Context: an optimization exercise on an open-source flow, tuned for small area. The choices shown serve that exercise and are no tape-out recipe. The RTL was checked by simulation tests, not by an equivalence proof against the original design. Power and IR drop assume default switching activity.

==> design.v <==
`timescale 1ns/1ps
module acq_rca #(parameter W = 8) (
    input  wire [W-1:0] a,
    input  wire [W-1:0] b,
    input  wire         ci,
    output wire [W-1:0] s,
    output wire         co
);
    wire [W:0] c;
    assign c[0] = ci;
    genvar i;
    generate
        for (i = 0; i < W; i = i + 1) begin : g
            assign s[i]   = a[i] ^ b[i] ^ c[i];
            assign c[i+1] = (a[i] & b[i]) | (c[i] & (a[i] ^ b[i]));
        end
    endgenerate
    assign co = c[W];
endmodule
module acq_csel #(parameter W = 16, parameter WL = 8) (
    input  wire [W-1:0] a,
    input  wire [W-1:0] b,
    input  wire         ci,
    output wire [W-1:0] s,
    output wire         co
);
    wire [WL-1:0]   sl;
    wire            cl;
    wire [W-WL-1:0] s0, s1;
    wire            c0, c1;
    acq_rca #(WL)   u_l  (.a(a[WL-1:0]), .b(b[WL-1:0]), .ci(ci),   .s(sl), .co(cl));
    acq_rca #(W-WL) u_h0 (.a(a[W-1:WL]), .b(b[W-1:WL]), .ci(1'b0), .s(s0), .co(c0));
    acq_rca #(W-WL) u_h1 (.a(a[W-1:WL]), .b(b[W-1:WL]), .ci(1'b1), .s(s1), .co(c1));
    assign s  = {(cl ? s1 : s0), sl};
    assign co = cl ? c1 : c0;
endmodule
module acq_csel3 #(parameter W = 41, parameter W0 = 14, parameter W1 = 14) (
    input  wire [W-1:0] a,
    input  wire [W-1:0] b,
    input  wire         ci,
    output wire [W-1:0] s,
    output wire         co
);
    localparam W2 = W - W0 - W1;
    wire [W0-1:0] sl;
    wire          cl;
    wire [W1-1:0] sm0, sm1;
    wire          cm0, cm1;
    wire [W2-1:0] sh0, sh1;
    wire          ch0, ch1;
    acq_rca #(W0) u_l  (.a(a[W0-1:0]),       .b(b[W0-1:0]),       .ci(ci),   .s(sl),  .co(cl));
    acq_rca #(W1) u_m0 (.a(a[W0+W1-1:W0]),   .b(b[W0+W1-1:W0]),   .ci(1'b0), .s(sm0), .co(cm0));
    acq_rca #(W1) u_m1 (.a(a[W0+W1-1:W0]),   .b(b[W0+W1-1:W0]),   .ci(1'b1), .s(sm1), .co(cm1));
    acq_rca #(W2) u_h0 (.a(a[W-1:W0+W1]),    .b(b[W-1:W0+W1]),    .ci(1'b0), .s(sh0), .co(ch0));
    acq_rca #(W2) u_h1 (.a(a[W-1:W0+W1]),    .b(b[W-1:W0+W1]),    .ci(1'b1), .s(sh1), .co(ch1));
    wire cmid = cl ? cm1 : cm0;
    assign s  = {(cmid ? sh1 : sh0), (cl ? sm1 : sm0), sl};
    assign co = cmid ? ch1 : ch0;
endmodule
module acq_inc #(parameter W = 8) (
    input  wire [W-1:0] a,
    input  wire         ci,
    output wire [W-1:0] s,
    output wire         co
);
    wire [W:0] c;
    assign c[0] = ci;
    genvar i;
    generate
        for (i = 0; i < W; i = i + 1) begin : g
            assign s[i]   = a[i] ^ c[i];
            assign c[i+1] = a[i] & c[i];
        end
    endgenerate
    assign co = c[W];
endmodule
module acq_decim (
    input  wire        clk,
    input  wire        rst,
    input  wire        start,
    input  wire [2:0]  order,
    input  wire [10:0] ratio,
    input  wire [31:0] cal_ofs,
    input  wire [31:0] cal_gain,
    input  wire        x_valid,
    input  wire [13:0] x,
    output reg         res_valid,
    output wire [29:0] res_f,
    output wire [31:0] res_v,
    output wire        res_clip,
    output wire        res_sat
);
    localparam [2:0] ST_IDLE = 3'd0,
                     ST_ACC  = 3'd1,
                     ST_MUL  = 3'd2,
                     ST_DIV  = 3'd3,
                     ST_CAL  = 3'd4;
    reg [2:0]  st;
    reg [4:0]  cnt;
    reg        busy;       
    reg [10:0] pd;         
    reg [2:0]  blk;        
    reg        tflag;      
    reg        clip;
    reg [2:0]  a1;
    reg [11:0] a2;
    reg [20:0] a3;
    reg [30:0] a4;
    reg [53:0] S;
    reg [31:0] phi;
    reg [13:0] xr;
    reg        cy;
    reg        eh, el, ep;
    reg        rx;         
    reg  [1:0] ordm;
    wire k1 = (ordm == 2'd0);
    wire k2 = (ordm == 2'd1);
    wire k3 = (ordm == 2'd2);
    wire k4 = (ordm == 2'd3);
    wire [2:0] ordr = {1'b0, ordm} + 3'd1;
    reg [2:0] tap;
    always @(*) begin
        tap = 3'd0;
        if (tflag) begin
            case ({ordr, blk})
                {3'd1, 3'd1}: tap = 3'b111;    
                {3'd2, 3'd1}: tap = 3'b110;    
                {3'd3, 3'd1}: tap = 3'b101;    
                {3'd3, 3'd2}: tap = 3'b011;    
                default:      tap = 3'd0;
            endcase
        end
    end
    wire [2:0] tap4 = (tflag && k4) ?
                      ((blk == 3'd2) ? 3'b110 : (blk == 3'd1 || blk == 3'd3) ? 3'b100 : 3'd0) : 3'd0;
    wire [2:0]  a1_n;
    wire [11:0] a2_n;
    wire [20:0] a3_n;
    wire [11:0] a2_b = k3 ? {{9{tap[2]}}, tap} : {{9{a1[2]}}, a1};
    wire [20:0] a3_b = (k1 | k2) ? {{18{tap[2]}}, tap} : {{9{a2[11]}}, a2};
    wire [30:0] a4_b = {{10{a3[20]}}, a3};
    acq_rca  #(3)      u_a1 (.a(a1), .b(tap4), .ci(1'b0), .s(a1_n), .co());
    acq_rca  #(12)     u_a2 (.a(a2), .b(a2_b), .ci(1'b0), .s(a2_n), .co());
    acq_rca  #(21)     u_a3 (.a(a3), .b(a3_b), .ci(1'b0), .s(a3_n), .co());
    wire cal   = (st == ST_CAL);
    wire div   = (st == ST_DIV);
    wire aup   = (st == ST_ACC) && (cnt == 5'd7);
    wire step0 = cal ? (cnt == 5'd1) : (cnt == 5'd0);
    wire rneg  = (cnt == 5'd0) ? S[53] : rx;
    wire bb2 = cal ? eh : xr[1];
    wire bb1 = cal ? el : xr[0];
    wire bb0 = step0 ? 1'b0 : ep;
    wire fix   = div | aup;                      
    wire d_neg = fix ? (div & ~rneg) : (bb2 & ~(bb1 & bb0));
    wire d_one = fix | (bb1 ^ bb0);
    wire d_two = ~fix & ((bb2 & ~bb1 & ~bb0) | (~bb2 & bb1 & bb0));
    wire [40:0] mcand  = cal ? {{9{cal_gain[31]}}, cal_gain} : {(div ? a2[9:0] : 10'd0), a4};
    wire [40:0] mag    = d_two ? {mcand[39:0], 1'b0} : (d_one ? mcand : 41'd0);
    wire [40:0] addend = d_neg ? ~mag : mag;
    wire [40:0] opa    = div   ? S[53:13] :
                         aup   ? {{10{a4_b[30]}}, a4_b} :
                         step0 ? (cal ? 41'd524288 : (st == ST_ACC) ? {9'd0, S[31:0]} : 41'd0) :
                                 {{9{phi[31]}}, phi};
    wire [40:0] bsum;
    acq_csel3 #(41, 14, 14) u_alu (.a(opa), .b(addend), .ci(d_neg), .s(bsum), .co());
    wire [21:0] s1_s;
    acq_rca #(22) u_s1 (.a(S[53:32]), .b({{8{phi[31]}}, phi[31:18]}), .ci(1'b0), .s(s1_s), .co());
    wire [40:0] dsub = bsum;
    wire        dge  = ~bsum[40];
    wire [30:0] q31 = {S[13:0], a3[16:0]};
    wire [29:0] fs;                                            
    acq_inc #(30) u_fp (.a(q31[30:1]), .ci(q31[0]), .s(fs), .co());
    wire [33:0] fse = {{4{fs[29]}}, fs};
    wire [33:0] ose = ~{{2{cal_ofs[31]}}, cal_ofs};
    wire [1:0]  fdig = fse[{cnt, 1'b0} +: 2];
    wire [1:0]  odig = ose[{cnt, 1'b0} +: 2];
    wire [1:0]  esum;
    wire        ecy;
    acq_rca #(2) u_e (.a(fdig), .b(odig), .ci((cnt == 5'd0) ? 1'b1 : cy), .s(esum), .co(ecy));
    wire sat = ~((&phi[31:17]) | ~(|phi[31:17]));
    assign res_f    = fs;
    assign res_v    = sat ? {phi[31], {31{~phi[31]}}} : {phi[17:0], xr};
    assign res_sat  = sat;
    assign res_clip = clip;
    always @(posedge clk) begin
        xr  <= {bsum[1:0], xr[13:2]};
        phi <= bsum[33:2];
        ep  <= xr[1];
        if (rst) begin
            st        <= ST_IDLE;
            res_valid <= 1'b0;
            busy      <= 1'b0;
        end else begin
            res_valid <= 1'b0;
            case (st)
                ST_IDLE: begin
                    if (start) begin
                        st    <= ST_ACC;
                        busy  <= 1'b0;
                        pd    <= ratio;
                        blk   <= 3'd0;
                        clip  <= 1'b0;
                        ordm  <= order[1:0] - 2'd1;
                        a1    <= (order == 3'd4) ? 3'd1 : 3'd0;
                        a2    <= (order == 3'd4 || order == 3'd3) ? 12'd1 : 12'd0;
                        a3    <= (order == 3'd1) ? 21'd0 : 21'd1;
                        a4    <= 31'd1;
                        S     <= 54'd0;
                    end
                end
                ST_ACC: begin
                    if (busy) begin
                        cnt <= cnt + 5'd1;
                        if (cnt == 5'd0) a1 <= a1_n;
                        if (cnt == 5'd1) a2 <= a2_n;
                        if (cnt == 5'd2) a3 <= a3_n;
                        if (cnt == 5'd7) begin
                            busy     <= 1'b0;
                            S        <= {s1_s, phi[17:0], xr};
                            a4       <= bsum[30:0];
                        end
                    end
                    if (!busy && a4 == 31'd0) begin
                        a4  <= {20'd0, ratio};
                        xr  <= {3'd0, ratio};
                        a3  <= 21'd0;
                        blk <= {1'b0, ordm};
                        cnt <= 5'd0;
                        st  <= k1 ? ST_DIV : ST_MUL;
                    end
                    if (x_valid) begin
                        busy <= 1'b1;
                        cnt  <= 5'd0;
                        xr   <= x;
                        if (x == 14'h2000 || x == 14'h1fff)
                            clip <= 1'b1;
                        if (pd == 11'd1) begin
                            pd    <= ratio;
                            blk   <= blk + 3'd1;
                            tflag <= 1'b1;
                        end else begin
                            pd    <= pd - 11'd1;
                            tflag <= 1'b0;
                        end
                    end
                end
                ST_MUL: begin
                    cnt <= cnt + 5'd1;
                    if (cnt == 5'd7) begin
                        cnt <= 5'd0;
                        blk <= blk - 3'd1;
                        a4  <= {phi[16:0], xr};
                        a2  <= phi[28:17];
                        xr  <= {3'd0, ratio};
                        if (blk == 3'd1)
                            st <= ST_DIV;
                    end
                end
                ST_DIV: begin
                    cnt <= cnt + 5'd1;
                    S   <= {dsub[39:0], S[12:0], a3[16]};
                    rx  <= dsub[40];
                    a3  <= {a3[20:17], a3[15:0], dge};
                    if (cnt == 5'd30) begin
                        st  <= ST_CAL;
                        cnt <= 5'd0;
                    end
                end
                ST_CAL: begin
                    cnt <= cnt + 5'd1;
                    eh  <= esum[1];
                    el  <= esum[0];
                    cy  <= ecy;
                    ep  <= (cnt == 5'd0) ? 1'b0 : eh;
                    if (cnt == 5'd17) begin
                        st        <= ST_IDLE;
                        res_valid <= 1'b1;
                    end
                end
                default: st <= ST_IDLE;
            endcase
        end
    end
endmodule
==> flow/run.sh <==
#!/bin/bash
set -uo pipefail
bash standard.sh \
  "BUFFER_PORTS_ARGS=-buffer_cell sky130_fd_sc_hd__buf_1" \
  "CTS_ARGS=-sink_clustering_enable -repair_clock_nets -dont_use_dummy_load -buf_list sky130_fd_sc_hd__clkbuf_8" \
  finish > flow_make.log 2>&1
rc=$?
tail -40 flow_make.log
exit $rc
==> standard.sh <==
#!/bin/bash
# synth_recipe.tcl (not shown) runs the flow's synth.tcl, then flattens the netlist and writes it again
# the make line also repeats each setting of config.mk as NAME=value (left out here)
make -C /OpenROAD-flow-scripts/flow DESIGN_CONFIG=/design/flow/config.mk WORK_HOME=/design/flow/orfs CLKGATE_MAP_FILE= SYNTH_SCRIPT=/design/flow/synth_recipe.tcl "${@:-finish}"
==> config.mk <==
export PLATFORM = sky130hd
export DESIGN_NAME = acq_decim
export DESIGN_NICKNAME = acq_decim
export VERILOG_FILES = /design/flow/design.v
export SDC_FILE = /design/flow/constraint.sdc
export NUM_CORES = 4
export LEC_CHECK = 0
export CAP_MARGIN = 5
export CORE_MARGIN = 2
export CORE_UTILIZATION = 65
export SLEW_MARGIN = 5
export SYNTH_HIERARCHICAL = 1
export SYNTH_MINIMUM_KEEP_SIZE = 0
==> constraint.sdc <==
create_clock -name core_clock -period 12.0 [get_ports {clk}]
set_input_delay 2.4000 -clock core_clock [delete_from_list [all_inputs] [get_ports {clk}]]
set_output_delay 2.4000 -clock core_clock [all_outputs]
set_load 0.01 [all_outputs]
==> summary.txt, run 1 <==
H-tree levels=4; fraction of final layout cells sized beyond drive strength 1=about 7.7%; delay of the slowest cell on the worst path=0.72 ns; top routing layer used=met4; Area Overhead vs Synth=6.84%; crit path max-delay cell type=sky130_fd_sc_hd__edfxtp_1; Critical Path RT=12.25 ns; final instance area=16800 µm²; pre-CTS WS=around 1.2 ns; number of fill cells in the layout=1852; Worst-path clk slew=0.12 ns; Critical R2R Capture=a3[0]$_DFFE_PP_; sort of element at the end of the critical path=register; Post-CTS Hold Fix Bufs=0; P per Cell Area=264 nW/µm²; die width=159 µm; Post-Route M1 WL=18000 µm; Hold Path Cell Cnt=1; tightest slew margin relative to the limit=20.1%; utilization after layout=71.1%; area of the die=25400 µm²; Worst Path Class, Setup=reg -> reg; global-route wire length before repair=70400 µm; effective utilization at floorplan=66.5%; clock tree from TritonCTS=built; post-layout net count=1820; average via count per standard cell=6.69; area of the multi-input gates=roughly 9400 µm²; Clock Sinks=200; largest net degree at the start of global routing=64; maximum frequency from static timing analysis=91.4 MHz; post-synthesis cell area=15700 µm²; sequential standard cell area=approximately 5500 µm²; worst reg2reg path depth=32; status=timing/DRC/antenna clean; number of max-slew violations in the final report=0; number of buffers on the longest clock path=2; antenna violations before repair=1; routed length on met3=5020 µm; gr ovfl total=0; number of instances in the synthesized netlist=approximately 1400; startpoint class of the critical path=register; floorplan core area=23600 µm²; number of global-route vias before repair=between 10000 and 15000; Placement Rows=56; share of the clock period used by the worst path after layout=91.1%; worst-path fanout max=24; startpoint of the worst register-to-register path=cnt[1]$_DFFE_PP_; DP Area=16500 µm²; Detail Placement HPWL=34300 µm; Avg Cell Area, Syn=10.9 µm²; Hold Path Sink=xr[3]$_DFF_P_; total setup buffers inserted after CTS=0; gpl congestion=roughly 0.98; clk root buf=sky130_fd_sc_hd__clkbuf_8; Post-Route Skew=0.0462 ns; total met2 wirelength after detailed routing=21200 µm; number of max-capacitance violations reported=0; classification of the worst-slack hold path=reg -> reg; number of buffer cells added on primary ports=160; die outline height=between 150 and 200 µm; final critical delay including setup and external delays=10.94 ns; hold path start=xr[5]$_DFF_P_; number of remaining DRC errors=0; boundary pin count=161; drt first pass iters=6; count of final hold-check violations=0; total of warnings raised by yosys=7; data arrival time of the worst path=11.18 ns; PnR worst setup slack=about 1.1 ns; vias=12500; GRT Overall Usage=between 30% and 40%; Post-Route Setup TNS=0 ns; Max rail drop VDD=167 µV; clock buffers created by TritonCTS=17; setup-violating endpoint count in the final report=0; slack of the worst reg-to-reg path=around 1.1 ns; drt wl/cell=24.5 µm; actual slew at the worst max-slew pin=1.20 ns; quantity of gates resized following cts=0; total wire length=45800 µm; clock network latency to the later pin of the worst-skew pair=0.49 ns; unrepaired setup endpoints after global routing=no; initial DRC count=~1500; most common cell type on the critical path=sky130_fd_sc_hd__fa_1; static leakage=6.43 nW; Detail Route Antenna Nets=0
cell usage in the layout, fill, tap and decap left out, types with 48 or more instances in the layout:
cell and count:
sky130_fd_sc_hd__inv_1 112, sky130_fd_sc_hd__a22o_1 117, sky130_fd_sc_hd__nor2_1 84, sky130_fd_sc_hd__mux2i_1 55, sky130_fd_sc_hd__fa_1 128, sky130_fd_sc_hd__dfxtp_1 52
sky130_fd_sc_hd__xnor2_1 49, sky130_fd_sc_hd__nand2_1 53, sky130_fd_sc_hd__o21ai_0 48, sky130_fd_sc_hd__buf_1 160, sky130_fd_sc_hd__a21oi_1 68, sky130_fd_sc_hd__ha_1 49
sky130_fd_sc_hd__edfxtp_1 148
critical path, delay by kind of cell, from the launching register on:
kind	cells	cell delay, ns
AND/OR/NAND/NOR	4	1.38
XOR/XNOR	1	0.24
AO/OA/AOI/OAI	2	0.53
buffers and inverters	6	0.89
multiplexers	3	1.34
adder cells (fa/ha/maj)	16	5.55
flip-flops	1	0.72
stage by stage:
| step | hold slack (ns) | power [mW] | cells |
|---|---|---|---|
| final | 0.547 | 4.43 | 1865 |
| after CTS | 0.528 | 4.37 | 1864 |
| after floorplan | 0.476 | 3.22 | 1450 |
| after global placement | 0.513 | 3.90 | 1847 |
| after global routing | 0.550 | 4.77 | 1864 |
| after detailed placement | 0.515 | 4.02 | 1847 |
registers in the layout (all words and copies together), names as in the netlist, 2 cells and up:
register	count
S	54
phi	32
a4	31
a3	21
xr	14
a2	12
pd	11
cnt	5
a1	3
blk	3
st	3
ordm	2
where the power goes:
part | internal (mW) | leakage, nW | switching [mW]
logic | 1.27 | 4.46 | 1.60
registers | 0.979 | 1.85 | 0.239
clock network | 0.126 | 0.122 | 0.223
total | 2.38 | 6.43 | 2.06
how the worst max path moves through the flow:
stage | from | endpoint | slack [ns] | cells after the start
after global routing | cnt[1]$_DFFE_PP_ | a3[0]$_DFFE_PP_ | 0.72 | 32
after CTS | cnt[1]$_DFFE_PP_ | a3[0]$_DFFE_PP_ | 1.16 | 32
after floorplan | cnt[0]$_DFFE_PP_ | S[43]$_DFFE_PP_ | 1.90 | 39
after global placement | cnt[1]$_DFFE_PP_ | a3[0]$_DFFE_PP_ | 1.57 | 32
after detailed placement | cnt[1]$_DFFE_PP_ | a3[0]$_DFFE_PP_ | 1.23 | 32
final | cnt[1]$_DFFE_PP_ | a3[0]$_DFFE_PP_ | 1.06 | 32
area by class of cell:
| class | instances | share of cell area (%) |
|---|---|---|
| diodes | 1 | 0.0149 |
| clock buffers | 17 | 1.39 |
| inverters | 113 | 2.53 |
| multi-input cells | 1026 | 56.1 |
| flip-flops and latches | 200 | 32.7 |
| well taps | 319 | 2.38 |
| repair buffers | 189 | 4.88 |
metal layers:
layer  global-route usage (%)  vias to the layer above
met5                        0                        -
met4                     12.5                        0
met3                     8.80                      116
met2                     56.6                      768
met1                     50.5                     6144
li1                         -                     5454
==> run 2: changes to the inputs <==
==> flow/run.sh (replaced) <==
#!/bin/bash
set -uo pipefail
bash standard.sh \
  "BUFFER_PORTS_ARGS=-buffer_cell sky130_fd_sc_hd__buf_1" \
  "CTS_ARGS=-sink_clustering_enable -repair_clock_nets -dont_use_dummy_load" \
  finish > flow_make.log 2>&1
rc=$?
tail -40 flow_make.log
exit $rc
==> run 2 against run 1 <==
- still clean on timing, DRC and antenna
- register-to-register slack about the same
- utilization up 0.80 points
- sequential cell count unchanged
- synthesized cell count unchanged
- critical path depth unchanged
- global-route usage up 0.28 points
- worst hold slack worse by 0.00076 ns
- wire length about the same
- power up 3.2%
- clock skew down 0.015 ns
- via count down 0.43%
- critical endpoint unchanged
==> summary.txt, run 2 <==
highest-utilization routing layer at the global route stage=met2; Post-Route Setup TNS=0 ns; number of instances in the synthesized netlist=1444; H-tree levels=4; gr ovfl total=0; area of the die=25400 µm²; average via count per standard cell=6.67; drt first pass iters=9; die width=159 µm; count of final hold-check violations=0; tightest slew margin relative to the limit=17.6%; delay of the slowest cell on the worst path=0.70 ns; Clock Sinks=200; clock tree from TritonCTS=built; post-layout net count=1820; most common cell type on the critical path=sky130_fd_sc_hd__fa_1; floorplan core area=23600 µm²; number of max-slew violations in the final report=0; Post-CTS Hold Fix Bufs=0; Detail Route Antenna Nets=0; initial DRC count=1601; most frequent cells in the layout=sky130_fd_sc_hd__buf_1 (160), sky130_fd_sc_hd__edfxtp_1 (148), sky130_fd_sc_hd__fa_1 (128); final critical delay including setup and external delays=10.93 ns; final worst hold slack=0.546 ns; fraction of final layout cells sized beyond drive strength 1=7.70%; Placement Rows=56; unrepaired setup endpoints after global routing=no; classification of the worst-slack hold path=reg -> reg; vias=12400; startpoint class of the critical path=register; Critical Path RT=12.20 ns; number of buffers on the longest clock path=2; Detail Placement HPWL=34300 µm; register bank with the most flops=S; antenna violations before repair=0; number of fill cells in the layout=1810; maximum frequency from static timing analysis=91.5 MHz; Max rail drop VDD=175 µV; met1 Usage GRT=50.0%; sort of element at the end of the critical path=register; Worst-path clk slew=0.08 ns; drt wl/cell=24.5 µm; setup-violating endpoint count in the final report=0; static leakage=6.52 nW; status=timing/DRC/antenna clean; GRT Overall Usage=36.7%; Avg Cell Area, Syn=10.9 µm²; gpl congestion=0.984; PnR worst setup slack=approximately 1.1 ns; number of flip-flops under the largest register name=54; total wire length=about 46000 µm; pre-CTS WS=1.23 ns; boundary pin count=161; clk root buf=sky130_fd_sc_hd__clkbuf_16; clock network latency to the later pin of the worst-skew pair=0.46 ns; slack of the worst reg-to-reg path=1.07 ns; number of buffer cells added on primary ports=160; effective utilization at floorplan=66.5%; worst-path fanout max=24; share of the clock period used by the worst path after layout=91.1%; data arrival time of the worst path=11.12 ns; quantity of gates resized following cts=0; power consumption=4.58 mW; die outline height=between 150 and 200 µm; actual slew at the worst max-slew pin=1.23 ns; Area Overhead vs Synth=8.05%; post-synthesis cell area=15700 µm²; global-route wire length before repair=70800 µm; sequential standard cell area=between 5000 and 6000 µm²; Post-Route Skew=0.0307 ns; crit path max-delay cell type=sky130_fd_sc_hd__edfxtp_1; diode count=0; number of global-route vias before repair=12400; number of max-capacitance violations reported=0; total setup buffers inserted after CTS=0; area of the multi-input gates=9420 µm²; most frequent standard cell in the layout excluding fill and tap cells=sky130_fd_sc_hd__buf_1; met2 Use GR=57.0%; met3 track demand over resource=8.88%; largest net degree at the start of global routing=between 60 and 70; total of warnings raised by yosys=7; clock buffers created by TritonCTS=17; P per Cell Area=270 nW/µm²; biggest regs=S x54, phi x32, a4 x31; number of remaining DRC errors=0; Worst Path Class, Setup=reg -> reg
run 2: layer usage:
layer	up-vias	wire length, µm
li1	5464	-
met1	6031	17600
met2	806	21000
met3	127	5300
met4	0	1840
met5	-	0
run 2: final timing paths:
| path | startpoint | to | cells after the start |
|---|---|---|---|
| max | cnt[1]$_DFFE_PP_ | a3[0]$_DFFE_PP_ | 32 |
| min reg2reg | xr[5]$_DFF_P_ | xr[3]$_DFF_P_ | 1 |
| max reg2reg | cnt[1]$_DFFE_PP_ | a3[0]$_DFFE_PP_ | 32 |
| min | xr[5]$_DFF_P_ | xr[3]$_DFF_P_ | 1 |
run 2: power by group:
part / internal [mW] / total (mW) / switching (mW)
logic: 1.27 / 2.88 / 1.61
clock network: 0.247 / 0.481 / 0.234
registers: 0.980 / 1.22 / 0.238
run 2: stage by stage:
step	cells	utilization, %	instance area (µm²)
after floorplan	1450	-	15700
after global placement	1847	70.1	16500
after detailed placement	1847	70.1	16500
after CTS	1864	71.9	17000
after global routing	1864	71.9	17000
final	1864	71.9	17000
run 2: critical path: cells and delay by family, from the launching register on:
kind                     cells  cell delay (ns)
AO/OA/AOI/OAI                2             0.53
XOR/XNOR                     1             0.24
AND/OR/NAND/NOR              4             1.38
buffers and inverters        6             0.90
adder cells (fa/ha/maj)     16             5.58
flip-flops                   1             0.70
multiplexers                 3             1.34
run 2: layout make-up:
| cell class | count | share of cell area, % |
|---|---|---|
| inverter | 113 | 2.50 |
| clock buffer | 17 | 2.51 |
| sequential | 200 | 32.3 |
| timing repair buffer | 189 | 4.82 |
| tap | 319 | 2.35 |
| multi-input combinational | 1026 | 55.5 |
==> run 3: changes to the inputs <==
==> flow/run.sh (replaced) <==
#!/bin/bash
set -uo pipefail
bash standard.sh \
  "BUFFER_PORTS_ARGS=-buffer_cell sky130_fd_sc_hd__buf_1" \
  "CTS_ARGS=-sink_clustering_enable -repair_clock_nets -dont_use_dummy_load -buf_list sky130_fd_sc_hd__clkbuf_8 -sink_clustering_size 10 -sink_clustering_max_diameter 50" \
  finish > flow_make.log 2>&1
rc=$?
tail -40 flow_make.log
exit $rc
--- a/config.mk
+++ b/config.mk
@@ -5,9 +5,9 @@
 export SDC_FILE = /design/flow/constraint.sdc
 export NUM_CORES = 4
 export LEC_CHECK = 0
-export CAP_MARGIN = 5
+export CAP_MARGIN = 20
 export CORE_MARGIN = 2
 export CORE_UTILIZATION = 65
-export SLEW_MARGIN = 5
+export SLEW_MARGIN = 20
 export SYNTH_HIERARCHICAL = 1
 export SYNTH_MINIMUM_KEEP_SIZE = 0
==> run 3 against run 2 <==
- die area did not move
- clock skew rose by 0.017 ns
- first-iteration DRC count fell by 4.9%
- final cell count rose by 0.11%
- critical path type unchanged
- highest routed layer unchanged
==> summary.txt, run 3 <==
number of buffers on the longest clock path=2; crit path max-delay cell type=sky130_fd_sc_hd__edfxtp_1; total of warnings raised by yosys=7; DP Area=roughly 17000 µm²; proportion of total power due to net switching=46.4%; maximum frequency from static timing analysis=91.4 MHz; number of flip-flops under the largest register name=54; biggest regs=S x54, phi x32, a4 x31; Area Overhead vs Synth=7.05%; antenna violations before repair=1; combinational power share=64.7%; clock buffers created by TritonCTS=17; average via count per standard cell=6.63; H-tree levels=4; Post-Route Setup TNS=0 ns; Worst-path clk slew=approximately 0.11 ns; P per Cell Area=around 260 nW/µm²; tightest slew margin relative to the limit=39.4%; drt first pass iters=8; number of buffer cells added on primary ports=160; area of the die=25400 µm²; worst-path fanout max=24; Post-CTS Hold Fix Bufs=0; number of max-capacitance violations reported=0; gpl congestion=0.984; delay of the slowest cell on the worst path=between 0.7 and 0.8 ns; setup-violating endpoint count in the final report=0; count of final hold-check violations=0; number of max-slew violations in the final report=0; clock tree from TritonCTS=built; Detail Route Antenna Nets=0; boundary pin count=161; post-layout net count=1821; actual slew at the worst max-slew pin=~0.9 ns; Detail Placement HPWL=34300 µm; Post-Route Skew=0.0476 ns; classification of the worst-slack hold path=reg -> reg; sort of element at the end of the critical path=register; effective utilization at floorplan=66.5%; GRT Overall Usage=36.4%; number of global-route vias before repair=around 12000; number of fill cells in the layout=1849; internal power contribution=around 2.4 mW; number of remaining DRC errors=0; die outline height=between 150 and 200 µm; number of instances in the synthesized netlist=around 1400; gr ovfl total=0; static leakage=about 6.4 nW; data arrival time of the worst path=around 11 ns; most frequent cells in the layout=sky130_fd_sc_hd__buf_1 (160), sky130_fd_sc_hd__edfxtp_1 (148), sky130_fd_sc_hd__fa_1 (128); initial DRC count=1523; share of the clock period used by the worst path after layout=91.2%; vias=12400; die width=159 µm; power consumption=4.43 mW; floorplan core area=roughly 24000 µm²; post-synthesis cell area=15700 µm²; total setup buffers inserted after CTS=0; quantity of gates resized following cts=0; Placement Rows=56; unrepaired setup endpoints after global routing=no; Max rail drop VDD=168 µV; startpoint class of the critical path=register; Worst Path Class, Setup=reg -> reg; clock share of power=7.8%; global-route wire length before repair=70400 µm; final critical delay including setup and external delays=about 11 ns; sequential group share of total power=27.5%; Critical Path RT=12.24 ns; pre-CTS WS=around 1.2 ns; clk root buf=sky130_fd_sc_hd__clkbuf_8; net load switching power=around 2.1 mW; Avg Cell Area, Syn=around 11 µm²; PnR worst setup slack=1.05 ns; status=timing/DRC/antenna clean; largest net degree at the start of global routing=64; clock network latency to the later pin of the worst-skew pair=0.50 ns; total wire length=roughly 46000 µm; final instance area=16800 µm²; drt wl/cell=between 20 and 25 µm; Clock Sinks=200; final worst hold slack=0.533 ns; most common cell type on the critical path=sky130_fd_sc_hd__fa_1; register bank with the most flops=S; fraction of final layout cells sized beyond drive strength 1=7.89%; most frequent standard cell in the layout excluding fill and tap cells=sky130_fd_sc_hd__buf_1
-- run 3: per-layer routing --
| layer | GRT usage (%) | vias up | wire length [µm] |
|---|---|---|---|
| li1 | - | 5452 | - |
| met1 | 50.5 | 6055 | 17700 |
| met2 | 56.6 | 758 | 21000 |
| met3 | 8.80 | 114 | 5280 |
| met4 | 12.5 | 0 | 1590 |
| met5 | 0 | - | 0 |
-- run 3: worst max-delay path: cells and delay by family, from the launching register on --
kind	cells	cell delay, ns
buffers and inverters	6	0.90
XOR/XNOR	1	0.24
flip-flops	1	0.72
AO/OA/AOI/OAI	2	0.53
multiplexers	3	1.33
adder cells (fa/ha/maj)	16	5.55
AND/OR/NAND/NOR	4	1.38
-- run 3: through the flow --
step | util, % | std cells
after floorplan | - | 1450
after global placement | 70.1 | 1847
after detailed placement | 70.1 | 1847
after CTS | 71.0 | 1864
after global routing | 71.2 | 1865
final | 71.2 | 1866
-- run 3: path summary, 6_finish.rpt --
| path | startpoint | to | slack (ns) | cells after the start |
|---|---|---|---|---|
| worst max-delay path | cnt[1]$_DFFE_PP_ | a3[0]$_DFFE_PP_ | 1.05 | 32 |
| worst min-delay path | xr[5]$_DFF_P_ | xr[3]$_DFF_P_ | 0.53 | 1 |
| worst max register to register | cnt[1]$_DFFE_PP_ | a3[0]$_DFFE_PP_ | 1.05 | 32 |
| worst min register to register | xr[5]$_DFF_P_ | xr[3]$_DFF_P_ | 0.53 | 1 |
-- run 3: power by group through the flow --
| stage | sequential, mW | combinational [mW] | clock, mW |
|---|---|---|---|
| final | 1.22 | 2.86 | 0.345 |
| after global routing | 1.23 | 3.18 | 0.369 |
| after detailed placement | 1.22 | 2.80 | 0 |
| after CTS | 1.20 | 2.82 | 0.345 |
| after global placement | 1.22 | 2.68 | 0 |
| after floorplan | 1.10 | 2.12 | 0 |
-- run 3: layout make-up --
| class | count | area, µm² | share of cell area [%] |
|---|---|---|---|
| clock buffer | 17 | 234 | 1.39 |
| multi-input combinational | 1026 | 9420 | 56.0 |
| sequential | 200 | 5490 | 32.6 |
| tap | 319 | 399 | 2.37 |
| inverter | 113 | 424 | 2.52 |
| antenna | 1 | 2.50 | 0.0149 |
| timing repair buffer | 190 | 846 | 5.03 |
==> run 4: changes to the inputs <==
==> flow/run.sh (replaced) <==
#!/bin/bash
set -uo pipefail
bash standard.sh \
  "BUFFER_PORTS_ARGS=-buffer_cell sky130_fd_sc_hd__buf_1" \
  "CTS_ARGS=-sink_clustering_enable -repair_clock_nets -dont_use_dummy_load -buf_list sky130_fd_sc_hd__clkbuf_8 -sink_buffer_max_cap_derate 0.7" \
  finish > flow_make.log 2>&1
rc=$?
tail -40 flow_make.log
exit $rc
==> run 4 against run 3 <==
- sequential share of layout area unchanged
- largest power group unchanged
- largest cell class unchanged
- global-route usage unchanged
- first-iteration DRC count did not move
- die area stayed put
- maximum frequency stayed put
- still clean on timing, DRC and antenna
- non-clock buffer count unchanged
- setup slack unchanged
- synthesized area stayed put
- sequential cell count did not move
- design area stayed put
==> summary.txt, run 4 <==
most common cell type on the critical path=sky130_fd_sc_hd__fa_1; final critical delay including setup and external delays=10.95 ns; startpoint class of the critical path=register; number of remaining DRC errors=0; post-layout net count=1821; static leakage=between 6 and 7 nW; die outline height=159 µm; average via count per standard cell=between 6 and 7; most frequent cells in the layout=sky130_fd_sc_hd__buf_1 (160), sky130_fd_sc_hd__edfxtp_1 (148), sky130_fd_sc_hd__fa_1 (128); startpoint of the worst register-to-register path=cnt[1]$_DFFE_PP_; number of buffer cells added on primary ports=160; H-tree levels=4; Worst-path clk slew=~0.11 ns; clock tree from TritonCTS=built; drt wl/cell=24.4 µm; beginning of the critical path=cnt[1]$_DFFE_PP_; post-synthesis cell area=15700 µm²; total of warnings raised by yosys=7; clock buffers created by TritonCTS=17; Post-CTS Hold Fix Bufs=0; critical path's top delay family=adder cells; boundary pin count=161; biggest regs=S x54, phi x32, a4 x31; number of flip-flops under the largest register name=between 50 and 60; register bank with the most flops=S; number of max-slew violations in the final report=0; initial DRC count=1523; total wire length=45600 µm; floorplan core area=23600 µm²; gr ovfl total=0; tightest slew margin relative to the limit=between 30 and 40%; status=timing/DRC/antenna clean; PnR worst setup slack=around 1.1 ns; classification of the worst-slack hold path=reg -> reg; setup-violating endpoint count in the final report=0; worst reg2reg path depth=32; Placement Rows=56; worst-path fanout max=24; fraction of final layout cells sized beyond drive strength 1=under 10%; antenna violations before repair=1; share of the clock period used by the worst path after layout=91.2%; Detail Route Antenna Nets=0; total setup buffers inserted after CTS=0; delay of the slowest cell on the worst path=0.72 ns; maximum frequency from static timing analysis=91.4 MHz; Detail Placement HPWL=34300 µm; pre-CTS WS=1.23 ns; Critical Path RT=~12 ns; count of final hold-check violations=0; crit path max-delay cell type=sky130_fd_sc_hd__edfxtp_1; number of instances in the synthesized netlist=1444; Area Overhead vs Synth=7.05%; worst setup path endpoint=a3[0]$_DFFE_PP_; cell count along the critical path=32; number of non-filler instances in the completed layout=1866; slack of the worst reg-to-reg path=1.05 ns; drt first pass iters=8; quantity of gates resized following cts=0; number of instances in the placed design=1847; clk root buf=sky130_fd_sc_hd__clkbuf_8; gpl congestion=0.984; number of buffers on the longest clock path=2; Buf/Inv on CP=6; Worst Path Class, Setup=reg -> reg; Max rail drop VDD=168 µV; hold path start=xr[5]$_DFF_P_; GRT Overall Usage=36.4%; die width=159 µm; Critical R2R Capture=a3[0]$_DFFE_PP_; Post-Route Skew=0.0476 ns; Post-Route Setup TNS=0 ns; clock network latency to the later pin of the worst-skew pair=~0.50 ns; global-route wire length before repair=70400 µm; vias=12400; number of max-capacitance violations reported=0; unrepaired setup endpoints after global routing=no; Avg Cell Area, Syn=between 10 and 15 µm²; area of the die=roughly 25000 µm²; actual slew at the worst max-slew pin=0.898 ns; Clock Sinks=200; P per Cell Area=263 nW/µm²; sort of element at the end of the critical path=register; effective utilization at floorplan=66.5%; largest net degree at the start of global routing=64; most frequent standard cell in the layout excluding fill and tap cells=sky130_fd_sc_hd__buf_1; number of global-route vias before repair=between 10000 and 15000; power consumption=4.43 mW; data arrival time of the worst path=11.19 ns; utilization after layout=71.2%
## run 4: cell counts in the layout (fill, tap and decap cells not counted)
No cell type changed its count.
## run 4: worst min-delay path by stage
stage | end | slack (ns) | cells past startpoint
after floorplan | xr[0]$_DFF_P_ | 0.48 | 1
after global placement | xr[3]$_DFF_P_ | 0.51 | 1
after detailed placement | xr[3]$_DFF_P_ | 0.52 | 1
after CTS | xr[3]$_DFF_P_ | 0.53 | 1
after global routing | xr[3]$_DFF_P_ | 0.55 | 1
final | xr[3]$_DFF_P_ | 0.53 | 1
## run 4: final cells by class
| cell class | count | area (µm²) |
|---|---|---|
| clock buffer | 17 | 234 |
| tap | 319 | 399 |
| timing repair buffer | 190 | 846 |
| inverter | 113 | 424 |
| fill | 1849 | 6800 |
| antenna | 1 | 2.50 |
| sequential | 200 | 5490 |
| multi-input combinational | 1026 | 9420 |
## run 4: per-stage QoR
step	cell area, µm²	hold WS [ns]
final	16800	0.533
after global routing	16800	0.550
after CTS	16800	0.528
after detailed placement	16500	0.515
after global placement	16500	0.513
after floorplan	15700	0.476
## run 4: layer usage
layer / up-vias / global-route usage [%] / wire length, µm
li1: 5452 / - / -
met1: 6055 / 50.5 / 17700
met2: 758 / 56.6 / 21000
met3: 114 / 8.80 / 5280
met4: 0 / 12.5 / 1590
met5: - / 0 / 0
## run 4: worst register-to-register path: cells and delay by family (launching register included)
family,cells,cell delay [ns]
adders and majority gates,16,5.57
and+or+nand+nor,4,1.38
muxes,3,1.35
buffers and inverters,6,0.91
DFF,1,0.72
AOI/OAI and AO/OA,2,0.53
xor gates and xnor gates,1,0.26
## run 4: report_power, final
part,internal (mW),switching (mW)
sequential,0.979,0.238
clock,0.126,0.219
combinational,1.27,1.60

re-timing with driven ports:
How much do the figures lean on ideal ports? The routed layouts below were timed once more, with nothing changed but the port constraints.
Step 1 (the two cells are an assumption about what drives the block):
set clk [get_ports {clk}]
set_driving_cell -lib_cell sky130_fd_sc_hd__clkbuf_16 $clk
set_driving_cell -lib_cell sky130_fd_sc_hd__buf_2 [delete_from_list [all_inputs] $clk]
Step 2, shift: input delay + t, output delay - t, t = (earliest + latest rising clock arrival at the registers) / 2. This alone moves slack from input paths to output paths.
a / b / c = ideal ports / drivers / drivers and shift; a / b = the first two.
run	t, ns	setup slack, ns	worst setup path at the end
run 1	0.514	1.063 / 1.063 / 1.063	register to register
run 2	0.490	1.074 / 1.074 / 1.074	register to register
run 3	0.515	1.055 / 1.055 / 1.055	register to register
run 4	0.515	1.055 / 1.055 / 1.055	register to register
After both steps every run listed still meets setup and hold.
